This is an optimization exercise on Yosys and OpenROAD, whose aim is small area, a short achievable clock period and few clock cycles per item, not a production implementation. In this exercise RTL edits were held to simulation tests only and were not proved equivalent to the original.

$ cat run.sh
#!/bin/bash
# synth_recipe.tcl (not shown) runs the flow's synth.tcl, then flattens the netlist and writes it again
# the make line also repeats each setting of config.mk as NAME=value (left out here)
make -C /OpenROAD-flow-scripts/flow DESIGN_CONFIG=/design/flow/config.mk WORK_HOME=/design/flow/orfs CLKGATE_MAP_FILE= SYNTH_SCRIPT=/design/flow/synth_recipe.tcl finish
$ cat config.mk
export PLATFORM = sky130hd
export DESIGN_NAME = ckv_crc
export DESIGN_NICKNAME = ckv_crc
export VERILOG_FILES = /design/flow/design.v
export SDC_FILE = /design/flow/constraint.sdc
export NUM_CORES = 4
export LEC_CHECK = 0
export CAP_MARGIN = 20
export CORE_MARGIN = 2
export CORE_UTILIZATION = 25
export GPL_ROUTABILITY_DRIVEN = 1
export PLACE_DENSITY = 0.5
export SLEW_MARGIN = 20
$ cat constraint.sdc
create_clock -name core_clock -period 5.0 [get_ports {clk}]
set_input_delay 1.0000 -clock core_clock [delete_from_list [all_inputs] [get_ports {clk}]]
set_output_delay 1.0000 -clock core_clock [all_outputs]
set_load 0.01 [all_outputs]
$ cat design.v
module ckv_crc (
    input  wire        clk,
    input  wire        rst,
    input  wire        in_valid,
    output wire        in_ready,
    input  wire [1:0]  in_op,
    input  wire [1:0]  in_algo,
    input  wire [2:0]  in_len,
    input  wire [63:0] in_data,
    output wire        busy,
    output wire [63:0] value,
    output wire [63:0] result
);
    localparam [1:0] OP_FEED      = 2'd0;
    localparam [1:0] OP_INIT      = 2'd1;
    localparam [1:0] OP_LOAD      = 2'd2;
    localparam [1:0] OP_INIT_FEED = 2'd3;
    localparam [1:0] ALGO_CRC32C = 2'd0;
    localparam [1:0] ALGO_CRC32  = 2'd1;
    localparam [1:0] ALGO_CRC16  = 2'd2;
    localparam [1:0] ALGO_CRC64  = 2'd3;
    localparam [31:0] POLY32C_R = 32'h82F63B78;
    localparam [31:0] POLY32_R  = 32'hEDB88320;
    localparam [15:0] POLY16    = 16'h1021;
    localparam [63:0] POLY64    = 64'h42F0E1EBA9EA3693;
    reg [63:0] value_q;      
    reg [1:0]  algo_q;       
    reg [55:0] bytes_q;      
    reg [2:0]  remain_q;     
    function [63:0] init_of(input [1:0] a);
        case (a)
            ALGO_CRC32C, ALGO_CRC32: init_of = 64'h0000_0000_FFFF_FFFF;
            ALGO_CRC16:              init_of = 64'h0000_0000_0000_FFFF;
            default:                 init_of = 64'h0;
        endcase
    endfunction
    function [63:0] mask_of(input [1:0] a);
        case (a)
            ALGO_CRC32C, ALGO_CRC32: mask_of = 64'h0000_0000_FFFF_FFFF;
            ALGO_CRC16:              mask_of = 64'h0000_0000_0000_FFFF;
            default:                 mask_of = 64'hFFFF_FFFF_FFFF_FFFF;
        endcase
    endfunction
    function [63:0] xorout_of(input [1:0] a);
        case (a)
            ALGO_CRC32C, ALGO_CRC32: xorout_of = 64'h0000_0000_FFFF_FFFF;
            default:                 xorout_of = 64'h0;
        endcase
    endfunction
    function [63:0] crc_byte(input [1:0] a, input [63:0] s, input [7:0] d);
        reg [31:0] c32;
        reg [15:0] c16;
        reg [63:0] c64;
        reg        fb;
        integer    i;
        begin
            case (a)
                ALGO_CRC32C, ALGO_CRC32: begin
                    c32 = s[31:0];
                    for (i = 0; i < 8; i = i + 1) begin
                        fb  = c32[0] ^ d[i];
                        c32 = c32 >> 1;
                        if (fb)
                            c32 = c32 ^ ((a == ALGO_CRC32C) ? POLY32C_R : POLY32_R);
                    end
                    crc_byte = {32'h0, c32};
                end
                ALGO_CRC16: begin
                    c16 = s[15:0];
                    for (i = 7; i >= 0; i = i - 1) begin
                        fb  = c16[15] ^ d[i];
                        c16 = c16 << 1;
                        if (fb)
                            c16 = c16 ^ POLY16;
                    end
                    crc_byte = {48'h0, c16};
                end
                default: begin
                    c64 = s;
                    for (i = 7; i >= 0; i = i - 1) begin
                        fb  = c64[63] ^ d[i];
                        c64 = c64 << 1;
                        if (fb)
                            c64 = c64 ^ POLY64;
                    end
                    crc_byte = c64;
                end
            endcase
        end
    endfunction
    wire accept = in_valid && in_ready;
    assign busy     = (remain_q != 3'd0);
    assign in_ready = !busy;
    wire [1:0]  step_algo = busy ? algo_q : in_algo;
    wire [63:0] step_in   = busy ? value_q :
                            (in_op == OP_INIT_FEED) ? init_of(in_algo) :
                            (value_q & mask_of(in_algo));
    wire [7:0]  step_byte = busy ? bytes_q[7:0] : in_data[7:0];
    wire [63:0] step_out  = crc_byte(step_algo, step_in, step_byte);
    always @(posedge clk) begin
        if (rst) begin
            value_q  <= 64'h0;
            algo_q   <= ALGO_CRC32C;
            bytes_q  <= 56'h0;
            remain_q <= 3'd0;
        end else if (busy) begin
            value_q  <= step_out;
            bytes_q  <= bytes_q >> 8;
            remain_q <= remain_q - 3'd1;
        end else if (accept) begin
            algo_q <= in_algo;
            case (in_op)
                OP_INIT: value_q <= init_of(in_algo);
                OP_LOAD: value_q <= in_data & mask_of(in_algo);
                default: begin
                    value_q  <= step_out;
                    bytes_q  <= in_data[63:8];
                    remain_q <= in_len;
                end
            endcase
        end
    end
    assign value  = value_q;
    assign result = value_q ^ xorout_of(algo_q);
endmodule
==> run summary <==
The tools report the maximum clock path buffer count as 2. The count of final hold-check violations was 0; the global-route usage over all layers was 0.2222. Entering global routing, the biggest net connects 83 pins.

Boundary pin count: 204. The signal on the critical path passes through inv_1, ha_1, nand2b_2, inv_8, buf_4, or3_1, o31a_1, buf_4, o21ai_1, and3_1, or2_0, xnor2_1, xnor2_1, a21oi_1, a2111oi_0. The commonest non-fill, non-tap cell in the layout is xnor2_1. The number of enable-type register cells in the synthesized netlist was 0; the number of buffers inserted by hold repair at cts was 0.

The fraction of the cycle the final worst path needs is 0.8908, and the post-synthesis instance area is 0.01053 sq mm. STA classifies the critical path endpoint as a flip-flop. On the final layout, the worst clock skew is 0.02485 ns.

The CTS H-tree depth is 4. The worst path needs 4.454 ns of the cycle, external delays included. The repair_antennas step left the layout with diodes totalling 0.

The transition time at the pin with the least slew margin came out at 1.091 ns. Dividing the detail-routed via count by the number of cells gives 5.187. The via count of the first global-routing pass is 10350. The first global-routing pass estimated 71.69 mm of wire. Layout-stage area growth over the synthesis result: 30.99%.

The run gives 1573 as the number of nets in the finished design. The run gives 0.2245 GHz as the top achievable clock speed. The wire-length estimate of the detail-placed layout is 37.55 mm.

After global routing the overflow that remains totals 0. The warning count from the yosys run is 1. At the end of routability-driven placement, the weighted congestion stood at 0.9662.

Summing over every cut layer, the via total after detailed routing is 10610. Averaged over all synthesized cells, the footprint is 7.908 sq um. The tools report the headroom to the max-slew limit as 0.2702. The initial antenna violation count is 0, and the post-synthesis sequential element count is 125.

Count of pins over their slew limit: 0. The run gives 4.76 ns as the worst endpoint data arrival time. For this run, the leading register cell type out of synthesis is dfxtp_1. The die is 209.3 um wide. The count of max-cap constraint violations was 0; the filler-free cell count of the finished design was 2046.

The post-route DRC violation count came out at 0. The run gives 0.2523 as the starting utilization of the core area. The aggregate negative setup slack came out at 0 ns. Proportion of register bits with asynchronous set or reset after synthesis: 0.

The largest total area in the synthesized netlist belongs to dfxtp_1. The logs give 1411 for the total nets after synthesis and 2014 for the cell total after placement. By area the synthesized netlist is led by dfxtp_1 (24%), xnor2_1 (18%), xor2_1 (7.5%). After clock tree synthesis, the repair step resized 0 gates. The layout has 4412 filler cells. The number of setup violations in the final report is 0, and the layout cell share with drive strength beyond 1 is 0.1022. The tree is rooted in a clkbuf_16.

The wire length reported by the detailed router was 49.13 mm. The total area inside the core boundary comes to 0.04176 sq mm. TritonCTS built the clock tree. The tools report the number of sinks on the clock net as 125.

The worst setup path is of the flip-flop to flip-flop kind. The critical path required time is 5.31 ns. The run finished with no timing, DRC or antenna violations. The port buffer count came out at 203. The buffer count from post-CTS setup fixing is 0. In this design, the stage delay of the slowest critical-path cell is 0.40 ns. The cell with the biggest individual delay on the critical path was buf_4. Number of buffers added by the clock tree synthesis step: 17. The min-delay analysis places its worst path in the category flip-flop to flip-flop.

In this run the worst path has a maximum fanout of 30. Dividing the detail-routed wire length by the instance count gives 24.01 um. For the sequential area share after synthesis, the log shows 0.2376. In this run, distinct cell masters in the synthesized netlist total 60. Fraction of synthesized cell area taken by the top area cell type: 0.2376. The first TritonRoute pass finished after 6 iterations. The die extent in y was 209.3 um.

The run gives 1332 as the synthesized instance count. Setup repair after global routing left no endpoint under its margin. The cell row count is 75. The number of antenna-violating nets in the routed design came out at 0.

The later pin in the worst-skew pair is clocked with a latency of 0.45 ns. The library cells used most frequently in the layout, excluding fill and tap cells, are xnor2_1 (214), clkdlybuf4s50_1 (202), nand2_1 (183). The clock transition at the registers of the reported paths was 0.07 ns.

The floorplan die area is 0.04379 sq mm, and the number of DRC violations after detailed-routing iteration 0 is 879. STA classifies the critical path startpoint as a flip-flop.
==> per-stage QoR <==
stage,setup WS [ns],utilization,instance area [sq um],hold slack [ns]
CTS,0.5338,0.3304,13800,0.4520
global route,0.3158,0.3304,13800,0.4904
global placement,0.1692,0.3168,13230,0.4407
finish,0.5458,0.3304,13800,0.4537
detailed placement,0.1569,0.3168,13230,0.4430
floorplan,1.054,-,10530,0.4319
==> layer usage <==
| metal | vias up | wire length (um) | global-route usage |
|---|---|---|---|
| li1 | 4881 | - | - |
| met1 | 5091 | 22380 | 0.3105 |
| met2 | 568 | 21640 | 0.3457 |
| met3 | 72 | 3548 | 0.03846 |
| met4 | 0 | 1569 | 0.07438 |
| met5 | - | 0 | 0 |
==> worst max-delay path: cells and delay by family, from the launching register on <==
kind                     cells  cell delay [ns]
adder cells (fa/ha/maj)      1             0.29
AND/OR/NAND/NOR              4             1.10
XOR/XNOR                     2             0.47
buffers and inverters        4             1.13
AO/OA/AOI/OAI                4             0.96
flip-flops                   1             0.32
==> final timing paths <==
| check | from | slack, ns | endpoint | cells after the start |
|---|---|---|---|---|
| min | remain_q[1]$_SDFFE_PP0P_ | 0.45 | remain_q[1]$_SDFFE_PP0P_ | 2 |
| max | remain_q[0]$_SDFFE_PP0P_ | 0.55 | value_q[5]$_SDFFE_PP0P_ | 15 |
| min reg2reg | remain_q[1]$_SDFFE_PP0P_ | 0.45 | remain_q[1]$_SDFFE_PP0P_ | 2 |
| max reg2reg | remain_q[0]$_SDFFE_PP0P_ | 0.55 | value_q[5]$_SDFFE_PP0P_ | 15 |
==> sequential cells by signal, summed over array words and instances, names as in the netlist <==
| register | cells |
|---|---|
| value_q | 64 |
| bytes_q | 56 |
| remain_q | 3 |
| algo_q | 2 |
==> cells by family (layout without fill, tap and decap cells) <==
| kind of cell | count (synthesis) | in the layout | share of synthesized area |
|---|---|---|---|
| and+or+nand+nor | 394 | 394 | 0.1522 |
| xor gates and xnor gates | 334 | 334 | 0.3142 |
| AOI/OAI and AO/OA | 301 | 301 | 0.1952 |
| buffers and inverters | 154 | 329 | 0.07020 |
| DFF | 125 | 125 | 0.2376 |
| muxes | 19 | 19 | 0.02483 |
| adders and majority gates | 5 | 5 | 0.005939 |
==> synthesized netlist by cell type, types with 12 or more instances <==
cell and instances:
buf_1 14, clkbuf_1 84, nor3_1 38, nand3_1 14, dfxtp_1 125, nand2_1 183
xnor2_1 214, xor2_1 90, a211oi_1 17, nor2_1 141, buf_2 12, buf_4 33
a2111oi_0 13, a311oi_1 49, a21oi_1 76, xnor3_1 14, a221oi_1 39, o21ai_0 61
==> cell type report <==
| type | count | area [sq um] | share of cell area |
|---|---|---|---|
| tap | 539 | 674.4 | 0.04888 |
| multi-input combinational | 1053 | 7330 | 0.5312 |
| clock inverter | 13 | 126.4 | 0.009159 |
| timing repair buffer | 288 | 2680 | 0.1942 |
| inverter | 9 | 41.29 | 0.002992 |
| clock buffer | 19 | 442.9 | 0.03210 |
| sequential | 125 | 2504 | 0.1814 |
Testbench counts, summed over its fixed seeds: cycles 102,347, bytes 102,258.

==> static timing again, ports no longer ideal <==
The results above use ideal ports. As a check the final layout listed here was re-extracted and re-timed, cells and wires unchanged.
Step 1 assumes that a clkbuf_16 drives the clock port and a buf_2 every other input.
Step 2 also shifts input and output timing later by t, the mid clock arrival at the registers, as if the neighbouring blocks saw the same clock.
Three values: no drivers, after step 1, after step 2; two values: the first two.
shift t [ns]: 0.487
setup slack, ns: 0.546 / 0.546 / 0.127
hold WS [ns]: 0.454 / 0.454 / 0.454
worst setup path at the end: input to register
worst data-port slew with drivers (ns): 0.05
After both steps this run still meets setup and hold. For this run, drivers alone change the setup slack by 0.000 ns; drivers and shift together by -0.419 ns.
